Context: an optimization exercise on an open-source flow, tuned for small area, a short achievable clock period and few clock cycles per item. The choices shown serve that exercise and are no tape-out recipe.
In this exercise RTL edits were held to simulation tests only and were not proved equivalent to the original.

==> 04-12: inputs <==
## lat_cell
module lat_cell (
    input  wire               clk,
    input  wire               rst,
    input  wire               start,
    output wire               ready,
    output reg                done,
    input  wire               cfg_invert,
    input  wire               cfg_dsrc,
    input  wire               cfg_aw,
    input  wire        [15:0] in_offset,
    input  wire signed [31:0] in_gain,
    input  wire signed [31:0] kp,
    input  wire signed [31:0] ki,
    input  wire signed [31:0] kd,
    input  wire        [15:0] alpha,
    input  wire signed [31:0] kt,
    input  wire signed [31:0] umin,
    input  wire signed [31:0] umax,
    input  wire signed [31:0] bias,
    input  wire signed [31:0] i_init,
    input  wire               hold,
    input  wire        [15:0] value,
    input  wire signed [31:0] tau,
    input  wire        [30:0] rate,
    input  wire               casc,
    input  wire signed [31:0] rho_src,
    input  wire               st_init,
    input  wire               st_done,
    input  wire signed [31:0] st_rho,
    input  wire signed [31:0] st_i,
    input  wire signed [31:0] st_dterm,
    input  wire signed [31:0] st_dprev,
    input  wire signed [31:0] st_u,
    output reg                o_init,
    output reg                o_done,
    output reg                o_ramping,
    output reg                o_event,
    output reg                o_satout,
    output reg          [4:0] o_sat,
    output reg  signed [31:0] o_rho,
    output reg  signed [31:0] o_i,
    output reg  signed [31:0] o_dterm,
    output reg  signed [31:0] o_dprev,
    output reg  signed [31:0] o_u
);
Settings: LEC_CHECK=0, ABC_AREA=1, CAP_MARGIN=25, CORE_MARGIN=2, CORE_UTILIZATION=40, SLEW_MARGIN=20; clock period 24.0 ns.
standard.sh (not shown) runs the stock make flow with config.mk's settings and CLKGATE_MAP_FILE= SYNTH_SCRIPT=/design/flow/synth_recipe.tcl, a recipe that flattens the netlist after the stock synthesis.
==> flow/flow/run.sh <==
#!/bin/bash
set -o pipefail
export SETUP_SLACK_MARGIN=15
export BUFFER_PORTS_ARGS="-buffer_cell sky130_fd_sc_hd__buf_1"
bash standard.sh > standard.log 2>&1
==> inputs of 05-21, as changes to 04-12 <==
==> flow/flow/run.sh (replaced) <==
#!/bin/bash
set -o pipefail
export SETUP_SLACK_MARGIN=14.5
export BUFFER_PORTS_ARGS="-buffer_cell sky130_fd_sc_hd__buf_1"
bash standard.sh > standard.log 2>&1
==> inputs of 07-26, as changes to 04-12 <==
--- a/flow/design.v
+++ b/flow/design.v
@@ -580,13 +580,12 @@
     wire [63:0] tree_a = {t992, t990, t988, t986, t984, t982, t980, t978, t976, t974, t972, t970, t968, t966, t964, t962, t960, t958, t956, t954, t952, t950, t948, t946, t944, t942, t940, t938, t936, t934, t932, t930, t928, t926, t924, t922, t920, t918, t916, t914, t912, t910, t908, t906, t904, t902, t900, t898, t896, t894, t892, t890, t888, t886, t884, t882, t880, t878, t876, t874, t872, t871, pp_r[1], pp_r[0]};
     wire [63:0] tree_b = {pp_r[543], t991, t989, t987, t985, t983, t981, t979, t977, t975, t973, t971, t969, t967, t965, t963, t961, t959, t957, t955, t953, t951, t949, t947, t945, t943, t941, t939, t937, t935, t933, t931, t929, t927, t925, t923, t921, t919, t917, t915, t913, t911, t909, t907, t905, t903, t901, t899, t897, t895, t893, t891, t889, t887, t885, t883, t881, t879, t877, t875, t873, pp_n[1], 1'b0, pp_n[0]};
     wire        [63:0] mul_p = tree_a + tree_b;
     wire               mul_ovf = ~(&mul_p[63:54]) & (|mul_p[63:54]);
     wire        [31:0] mul_q   = mul_ovf ? (mul_p[63] ? QMIN : QMAX) : mul_p[54:23];
     reg         [31:0] m_r;       
-    reg         [31:0] umin_r, umax_r, bias_r;
     reg                ms_r;      
     reg         [31:0] v_r;       
     wire        [16:0] val_d  = {1'b0, value} - {1'b0, in_offset};
     wire        [31:0] rho_n = (~c_casc & c_first) ? m_r : o_rho;
     wire        [31:0] e_x   = c_inv ? m_r : rho_n;
     wire        [31:0] e_z   = c_inv ? rho_n : m_r;
@@ -598,52 +597,52 @@
     wire        [32:0] v_sum = {va[31], va} + {m_r[31], m_r};
     wire        [32:0] v_s   = sat33(v_sum);
     wire        [32:0] e_sum = {e_x[31], e_x} - {e_z[31], e_z};
     wire        [32:0] e_s   = sat33(e_sum);
     wire        [33:0] t_a = {{2{v_r[31]}}, v_r};
     wire        [33:0] t_b = {{2{v_s[31]}}, v_s[31:0]};
-    wire        [33:0] t_c = {{2{bias_r[31]}}, bias_r};
+    wire        [33:0] t_c = {{2{bias[31]}}, bias};
     wire        [33:0] t_s = t_a ^ t_b ^ t_c;
     wire        [33:0] t_k = {(t_a[32:0] & t_b[32:0]) | (t_a[32:0] & t_c[32:0]) | (t_b[32:0] & t_c[32:0]), 1'b0};
     wire        [33:0] da = ({34{s0}} & {{2{i_init[31]}}, i_init}) | ({34{s1}} & {{2{st_rho[31]}}, st_rho})
                           | ({34{s2}} & {e_s[31], e_s[31], e_s[31:0]}) | ({34{s3}} & {{2{o_dprev[31]}}, o_dprev})
                           | ({34{s5}} & t_s);
     wire        [33:0] db = ({34{s0}} & {{2{bias[31]}}, bias}) | ({34{s1}} & {3'd0, rate})
                           | ({34{s2}} & {{2{rho_n[31]}}, rho_n}) | ({34{s3}} & {{2{st_dprev[31]}}, st_dprev})
                           | ({34{s5}} & t_k);
     wire               dsub = (s1 & r_neg) | (s2 & ~c_inv) | s3;
     wire        [33:0] d_sum = da + (db ^ {34{dsub}}) + {33'd0, dsub};
     wire        [32:0] d_s   = sat33(d_sum[32:0]);
-    wire        [31:0] b_dec = {1'b0, bias_r[30:0]} - 32'd1;           
+    wire        [31:0] b_dec = {1'b0, bias[30:0]} - 32'd1;           
     wire               v2_hi = ~r_sum[32] & r_sum[31];
     wire               v2_lo = r_sum[32] & ~r_sum[31];
     wire               t_ov  = (d_sum[33] != d_sum[32]) | (d_sum[32] != d_sum[31]);
-    wire        [32:0] v3_s  = v2_hi ? (bias_r[31] ? {1'b0, b_dec} : {|bias_r[30:0], QMAX})
-                             : v2_lo ? (bias_r[31] ? {1'b1, QMIN} : {1'b0, 1'b1, bias_r[30:0]})
+    wire        [32:0] v3_s  = v2_hi ? (bias[31] ? {1'b0, b_dec} : {|bias[30:0], QMAX})
+                             : v2_lo ? (bias[31] ? {1'b1, QMIN} : {1'b0, 1'b1, bias[30:0]})
                              : t_ov  ? {1'b1, d_sum[33] ? QMIN : QMAX}
                              :         {1'b0, d_sum[31:0]};
     wire               rp_hit = (rate == 31'd0) |
                                 (r_neg ? ~r_sum[33] : (r_sum[33] | (r_sum == 34'd0)));
     wire        [31:0] rho_1  = c_casc ? rho_src
                               : c_first ? st_rho
                               : rp_hit ? tau : d_sum[31:0];
     wire               own_h  = ~c_casc & ~c_first;
     wire        [31:0] d_n   = c_dsrc ? d_s[31:0] : e_s[31:0];
     wire               d_sat = c_dsrc & d_s[32];
     wire        [32:0] dd_s  = c_first ? 33'd0 : d_s;
     wire        [31:0] cl_x  = s6 ? v_r : o_i;
-    wire        [32:0] cl_dl = {umin_r[31], umin_r} - {cl_x[31], cl_x};
-    wire        [32:0] cl_dh = {umax_r[31], umax_r} - {cl_x[31], cl_x};
+    wire        [32:0] cl_dl = {umin[31], umin} - {cl_x[31], cl_x};
+    wire        [32:0] cl_dh = {umax[31], umax} - {cl_x[31], cl_x};
     wire               cl_lo = ~cl_dl[32] & (|cl_dl);
     wire               cl_hi = cl_dh[32];
-    wire        [31:0] cl_q  = clamp(cl_x, umin_r, umax_r, cl_lo, cl_hi);
+    wire        [31:0] cl_q  = clamp(cl_x, umin, umax, cl_lo, cl_hi);
     wire        [32:0] uv_s  = cl_hi ? sat33(cl_dh) : (cl_lo ? sat33(cl_dl) : 33'd0);
     wire        [32:0] ia_s  = v_s;
-    wire               ia_lo = $signed(ia_s[31:0]) < $signed(umin_r);
-    wire               ia_hi = $signed(ia_s[31:0]) > $signed(umax_r);
-    wire        [31:0] ia_q  = clamp(ia_s[31:0], umin_r, umax_r, ia_lo, ia_hi);
+    wire               ia_lo = $signed(ia_s[31:0]) < $signed(umin);
+    wire               ia_hi = $signed(ia_s[31:0]) > $signed(umax);
+    wire        [31:0] ia_q  = clamp(ia_s[31:0], umin, umax, ia_lo, ia_hi);
     wire               stop  = (cl_hi & ~m_r[31] & (|m_r[30:0])) | (cl_lo & m_r[31]);
     wire         [4:0] sat_acc = o_sat + {4'd0, ms_r & ~s7} + {4'd0, f_r[0]} + {4'd0, f_r[1]} + {4'd0, f_r[2]};
     wire               at_tau = (o_rho == tau);
     always @(posedge clk) begin
         if (rst) begin
             s0 <= 1'b1;
@@ -672,15 +671,12 @@
             if (s8) begin done <= 1'b1; s0 <= 1'b1; end
         end
     end
     always @(posedge clk) begin
         ms_r <= mul_ovf;
         m_r  <= mul_q;
-        umin_r <= umin;
-        umax_r <= umax;
-        bias_r <= bias;
         opa  <= s0 ? in_gain
               : s1 ? (c_first ? 32'd0 : st_dterm)
               : s2 ? kp
               : s3 ? kd
               : s4 ? ki : kt;
         opb  <= s0 ? {{8{val_d[16]}}, val_d, 7'd0}
==> flow/flow/run.sh (replaced) <==
#!/bin/bash
set -o pipefail
export SETUP_SLACK_MARGIN=16
bash standard.sh > standard.log 2>&1
==> flow/config.mk (replaced) <==
export PLATFORM = sky130hd
export DESIGN_NAME = lat_cell
export DESIGN_NICKNAME = lat_cell
export VERILOG_FILES = /design/flow/design.v
export SDC_FILE = /design/flow/constraint.sdc
export NUM_CORES = 4
export LEC_CHECK = 0
export ABC_AREA = 1
export CAP_MARGIN = 40
export CORE_MARGIN = 2
export CORE_UTILIZATION = 45
export SLEW_MARGIN = 30
==> inputs of 10-02, as changes to 04-12 <==
--- a/flow/design.v
+++ b/flow/design.v
@@ -580,13 +580,12 @@
     wire [63:0] tree_a = {t992, t990, t988, t986, t984, t982, t980, t978, t976, t974, t972, t970, t968, t966, t964, t962, t960, t958, t956, t954, t952, t950, t948, t946, t944, t942, t940, t938, t936, t934, t932, t930, t928, t926, t924, t922, t920, t918, t916, t914, t912, t910, t908, t906, t904, t902, t900, t898, t896, t894, t892, t890, t888, t886, t884, t882, t880, t878, t876, t874, t872, t871, pp_r[1], pp_r[0]};
     wire [63:0] tree_b = {pp_r[543], t991, t989, t987, t985, t983, t981, t979, t977, t975, t973, t971, t969, t967, t965, t963, t961, t959, t957, t955, t953, t951, t949, t947, t945, t943, t941, t939, t937, t935, t933, t931, t929, t927, t925, t923, t921, t919, t917, t915, t913, t911, t909, t907, t905, t903, t901, t899, t897, t895, t893, t891, t889, t887, t885, t883, t881, t879, t877, t875, t873, pp_n[1], 1'b0, pp_n[0]};
     wire        [63:0] mul_p = tree_a + tree_b;
     wire               mul_ovf = ~(&mul_p[63:54]) & (|mul_p[63:54]);
     wire        [31:0] mul_q   = mul_ovf ? (mul_p[63] ? QMIN : QMAX) : mul_p[54:23];
     reg         [31:0] m_r;       
-    reg         [31:0] umin_r, umax_r, bias_r;
     reg                ms_r;      
     reg         [31:0] v_r;       
     wire        [16:0] val_d  = {1'b0, value} - {1'b0, in_offset};
     wire        [31:0] rho_n = (~c_casc & c_first) ? m_r : o_rho;
     wire        [31:0] e_x   = c_inv ? m_r : rho_n;
     wire        [31:0] e_z   = c_inv ? rho_n : m_r;
@@ -598,52 +597,52 @@
     wire        [32:0] v_sum = {va[31], va} + {m_r[31], m_r};
     wire        [32:0] v_s   = sat33(v_sum);
     wire        [32:0] e_sum = {e_x[31], e_x} - {e_z[31], e_z};
     wire        [32:0] e_s   = sat33(e_sum);
     wire        [33:0] t_a = {{2{v_r[31]}}, v_r};
     wire        [33:0] t_b = {{2{v_s[31]}}, v_s[31:0]};
-    wire        [33:0] t_c = {{2{bias_r[31]}}, bias_r};
+    wire        [33:0] t_c = {{2{bias[31]}}, bias};
     wire        [33:0] t_s = t_a ^ t_b ^ t_c;
     wire        [33:0] t_k = {(t_a[32:0] & t_b[32:0]) | (t_a[32:0] & t_c[32:0]) | (t_b[32:0] & t_c[32:0]), 1'b0};
     wire        [33:0] da = ({34{s0}} & {{2{i_init[31]}}, i_init}) | ({34{s1}} & {{2{st_rho[31]}}, st_rho})
                           | ({34{s2}} & {e_s[31], e_s[31], e_s[31:0]}) | ({34{s3}} & {{2{o_dprev[31]}}, o_dprev})
                           | ({34{s5}} & t_s);
     wire        [33:0] db = ({34{s0}} & {{2{bias[31]}}, bias}) | ({34{s1}} & {3'd0, rate})
                           | ({34{s2}} & {{2{rho_n[31]}}, rho_n}) | ({34{s3}} & {{2{st_dprev[31]}}, st_dprev})
                           | ({34{s5}} & t_k);
     wire               dsub = (s1 & r_neg) | (s2 & ~c_inv) | s3;
     wire        [33:0] d_sum = da + (db ^ {34{dsub}}) + {33'd0, dsub};
     wire        [32:0] d_s   = sat33(d_sum[32:0]);
-    wire        [31:0] b_dec = {1'b0, bias_r[30:0]} - 32'd1;           
+    wire        [31:0] b_dec = {1'b0, bias[30:0]} - 32'd1;           
     wire               v2_hi = ~r_sum[32] & r_sum[31];
     wire               v2_lo = r_sum[32] & ~r_sum[31];
     wire               t_ov  = (d_sum[33] != d_sum[32]) | (d_sum[32] != d_sum[31]);
-    wire        [32:0] v3_s  = v2_hi ? (bias_r[31] ? {1'b0, b_dec} : {|bias_r[30:0], QMAX})
-                             : v2_lo ? (bias_r[31] ? {1'b1, QMIN} : {1'b0, 1'b1, bias_r[30:0]})
+    wire        [32:0] v3_s  = v2_hi ? (bias[31] ? {1'b0, b_dec} : {|bias[30:0], QMAX})
+                             : v2_lo ? (bias[31] ? {1'b1, QMIN} : {1'b0, 1'b1, bias[30:0]})
                              : t_ov  ? {1'b1, d_sum[33] ? QMIN : QMAX}
                              :         {1'b0, d_sum[31:0]};
     wire               rp_hit = (rate == 31'd0) |
                                 (r_neg ? ~r_sum[33] : (r_sum[33] | (r_sum == 34'd0)));
     wire        [31:0] rho_1  = c_casc ? rho_src
                               : c_first ? st_rho
                               : rp_hit ? tau : d_sum[31:0];
     wire               own_h  = ~c_casc & ~c_first;
     wire        [31:0] d_n   = c_dsrc ? d_s[31:0] : e_s[31:0];
     wire               d_sat = c_dsrc & d_s[32];
     wire        [32:0] dd_s  = c_first ? 33'd0 : d_s;
     wire        [31:0] cl_x  = s6 ? v_r : o_i;
-    wire        [32:0] cl_dl = {umin_r[31], umin_r} - {cl_x[31], cl_x};
-    wire        [32:0] cl_dh = {umax_r[31], umax_r} - {cl_x[31], cl_x};
+    wire        [32:0] cl_dl = {umin[31], umin} - {cl_x[31], cl_x};
+    wire        [32:0] cl_dh = {umax[31], umax} - {cl_x[31], cl_x};
     wire               cl_lo = ~cl_dl[32] & (|cl_dl);
     wire               cl_hi = cl_dh[32];
-    wire        [31:0] cl_q  = clamp(cl_x, umin_r, umax_r, cl_lo, cl_hi);
+    wire        [31:0] cl_q  = clamp(cl_x, umin, umax, cl_lo, cl_hi);
     wire        [32:0] uv_s  = cl_hi ? sat33(cl_dh) : (cl_lo ? sat33(cl_dl) : 33'd0);
     wire        [32:0] ia_s  = v_s;
-    wire               ia_lo = $signed(ia_s[31:0]) < $signed(umin_r);
-    wire               ia_hi = $signed(ia_s[31:0]) > $signed(umax_r);
-    wire        [31:0] ia_q  = clamp(ia_s[31:0], umin_r, umax_r, ia_lo, ia_hi);
+    wire               ia_lo = $signed(ia_s[31:0]) < $signed(umin);
+    wire               ia_hi = $signed(ia_s[31:0]) > $signed(umax);
+    wire        [31:0] ia_q  = clamp(ia_s[31:0], umin, umax, ia_lo, ia_hi);
     wire               stop  = (cl_hi & ~m_r[31] & (|m_r[30:0])) | (cl_lo & m_r[31]);
     wire         [4:0] sat_acc = o_sat + {4'd0, ms_r & ~s7} + {4'd0, f_r[0]} + {4'd0, f_r[1]} + {4'd0, f_r[2]};
     wire               at_tau = (o_rho == tau);
     always @(posedge clk) begin
         if (rst) begin
             s0 <= 1'b1;
@@ -672,15 +671,12 @@
             if (s8) begin done <= 1'b1; s0 <= 1'b1; end
         end
     end
     always @(posedge clk) begin
         ms_r <= mul_ovf;
         m_r  <= mul_q;
-        umin_r <= umin;
-        umax_r <= umax;
-        bias_r <= bias;
         opa  <= s0 ? in_gain
               : s1 ? (c_first ? 32'd0 : st_dterm)
               : s2 ? kp
               : s3 ? kd
               : s4 ? ki : kt;
         opb  <= s0 ? {{8{val_d[16]}}, val_d, 7'd0}
==> summary.txt <==
Clocking:
- Counting the buffers created by CTS gives 55.

Logic synthesis:
- The simple-gate share of the synthesized area is 21.6%.
- The share of synthesized area in the top cell type comes to 13.4%.
- Counting flops and latches in the post-synthesis netlist gives 414.
- The number of instances in the synthesized netlist is around 11k.

Routing:
- The first-iteration detailed-routing DRC count is roughly 13k.
- The average wire length per cell after detail routing is 36.0 um.
- The number of nets still failing antenna checks after routing is 0.

GRT:
- The via count of the first global-routing pass came to 81.3k.

Min path:
- The worst hold path begins at o_init.

Worst setup path:
- The register-to-register path setup slack is 14.86 ns.

STA:
- Timing would allow up to ~110 MHz.
- The final-layout setup total negative slack is 0 ns.
- Setup repair after global routing could not meet its margin everywhere.
- The period utilization is 38.1%.

Run status:
- The run finished with no timing, DRC or antenna violations.
Source of the figures above: 04-12

==> summary.txt <==
STA:
- Based on the critical path, the design can be clocked at up to between 100 and 150 MHz.
- The final-layout setup total negative slack is 0 ns.

Routing:
- The first-iteration detailed-routing DRC count is around 15k.
- After detailed routing, the average wire length per cell comes to 37.3 um.

Logic synthesis:
- After synthesis, the largest area contributor takes up roughly 14% of total cell area.
- Synthesis handed over a netlist of 10.4k instances.

Run status:
- The flow ran to the end and the layout has no timing, DRC or antenna violations.

Worst setup path:
- Setup slack on the worst reg-to-reg path comes out at between 10 and 15 ns.
Source of the figures above: 10-02

==> summary.txt <==
Routing:
- Dividing the detail-routed wire length by the instance count gives ~36 um.
- In this run, the number of DRC markers left after iteration 0 of detailed routing was between 10k and 15k.

GRT:
- The via count of the first global-routing pass is 80.7k.

Logic synthesis:
- In this run the biggest area consumer among cell types represents 13.4% of the synthesized area.
- The synthesized design contains 414 register bits.
- In the synthesized netlist, the number of instances is 10.6k.

STA:
- The worst path uses 40.7% of the clock period.
- Setup repair after global routing left no endpoint under its margin.
- Derived from the worst setup path, the maximum achievable clock frequency is 102 MHz.
- The final-layout setup total negative slack is 0 ns.

Min path:
- The beginning of the worst hold path is o_init.

Run status:
- The flow ran to the end and the layout has no timing, DRC or antenna violations.

Worst setup path:
- The register-to-register path setup slack is 14.22 ns.

Clocking:
- The number of buffers inserted during clock tree synthesis is 55.
Source of the figures above: 05-21

==> summary.txt <==
Run status:
- The flow did not finish.
- The first error in the log reads "[ERROR GRT-0232] Routing congestion too high. Check the congestion heatmap in the GUI".
- The flow halted during 5_1_grt.

Logic synthesis:
- The xor-xnor portion of the synthesized cell area is 9.19%.
- The simple-gate share of the synthesized area is 22.2%.
- In this run, synthesis produced a sequential element count of approximately 320.
- The count of warnings emitted by yosys is 1.
- The synthesized-area fraction occupied by ao, oa, aoi and oai cells is 22.7%.
- The share of the synthesized area in the top cell type is 13.8%.
- Synthesis handed over a netlist of between 10k and 15k instances.
- The mean cell area of the mapped netlist is about 6.5 um2.

Clocking:
- The cell at the root of the clock tree is sky130_fd_sc_hd__clkbuf_16.
- The number of buffers inserted during clock tree synthesis is 47.

GRT:
- Global routing used 76.4% of the available tracks.
- For this run, global-route usage on met2 was measured as about nine tenths.

Placed design:
- At the end of routability-driven placement, the weighted congestion stood at 1.18.
Source of the figures above: 07-26

Testbench counts of 04-12, summed over its fixed seeds: cycles 24,228, items 3,200.
Testbench counts of 05-21, summed over its fixed seeds: cycles 24,228, items 3,200.
Testbench counts of 07-26, summed over its fixed seeds: cycles 24,228, items 3,200.
Testbench counts of 10-02, summed over its fixed seeds: cycles 24,228, items 3,200.

-- what the ideal ports hide --
How much do the figures lean on ideal ports? The routed layouts below were timed once more, with nothing changed but the port constraints. Step 1, drivers: a clkbuf_16 drives clk and a buf_2 each remaining input, both assumed. Step 2 adds t to the input delays and takes it off the output delays; t is the mean of the earliest and latest rising clock arrival at the registers after step 1. Input paths then give back, and output paths get back, about the clock's delay inside the block. a / b / c = ideal / step 1 / step 2; a / b = the first two.
| run | t (ns) | setup WS [ns] | slew at the worst register clock pin (ns) |
|---|---|---|---|
| 04-12 | 0.804 | 14.858 / 14.858 / 14.278 | 0.08 / 0.08 |
| 05-21 | 0.809 | 14.221 / 14.221 / 13.669 | 0.08 / 0.08 |
| 10-02 | 0.807 | 14.824 / 14.888 / 14.080 | 0.07 / 0.07 |
After both steps every run listed still meets setup and hold. For 10-02, which loses most, drivers alone change the setup slack by +0.064 ns; drivers and shift together by -0.744 ns.
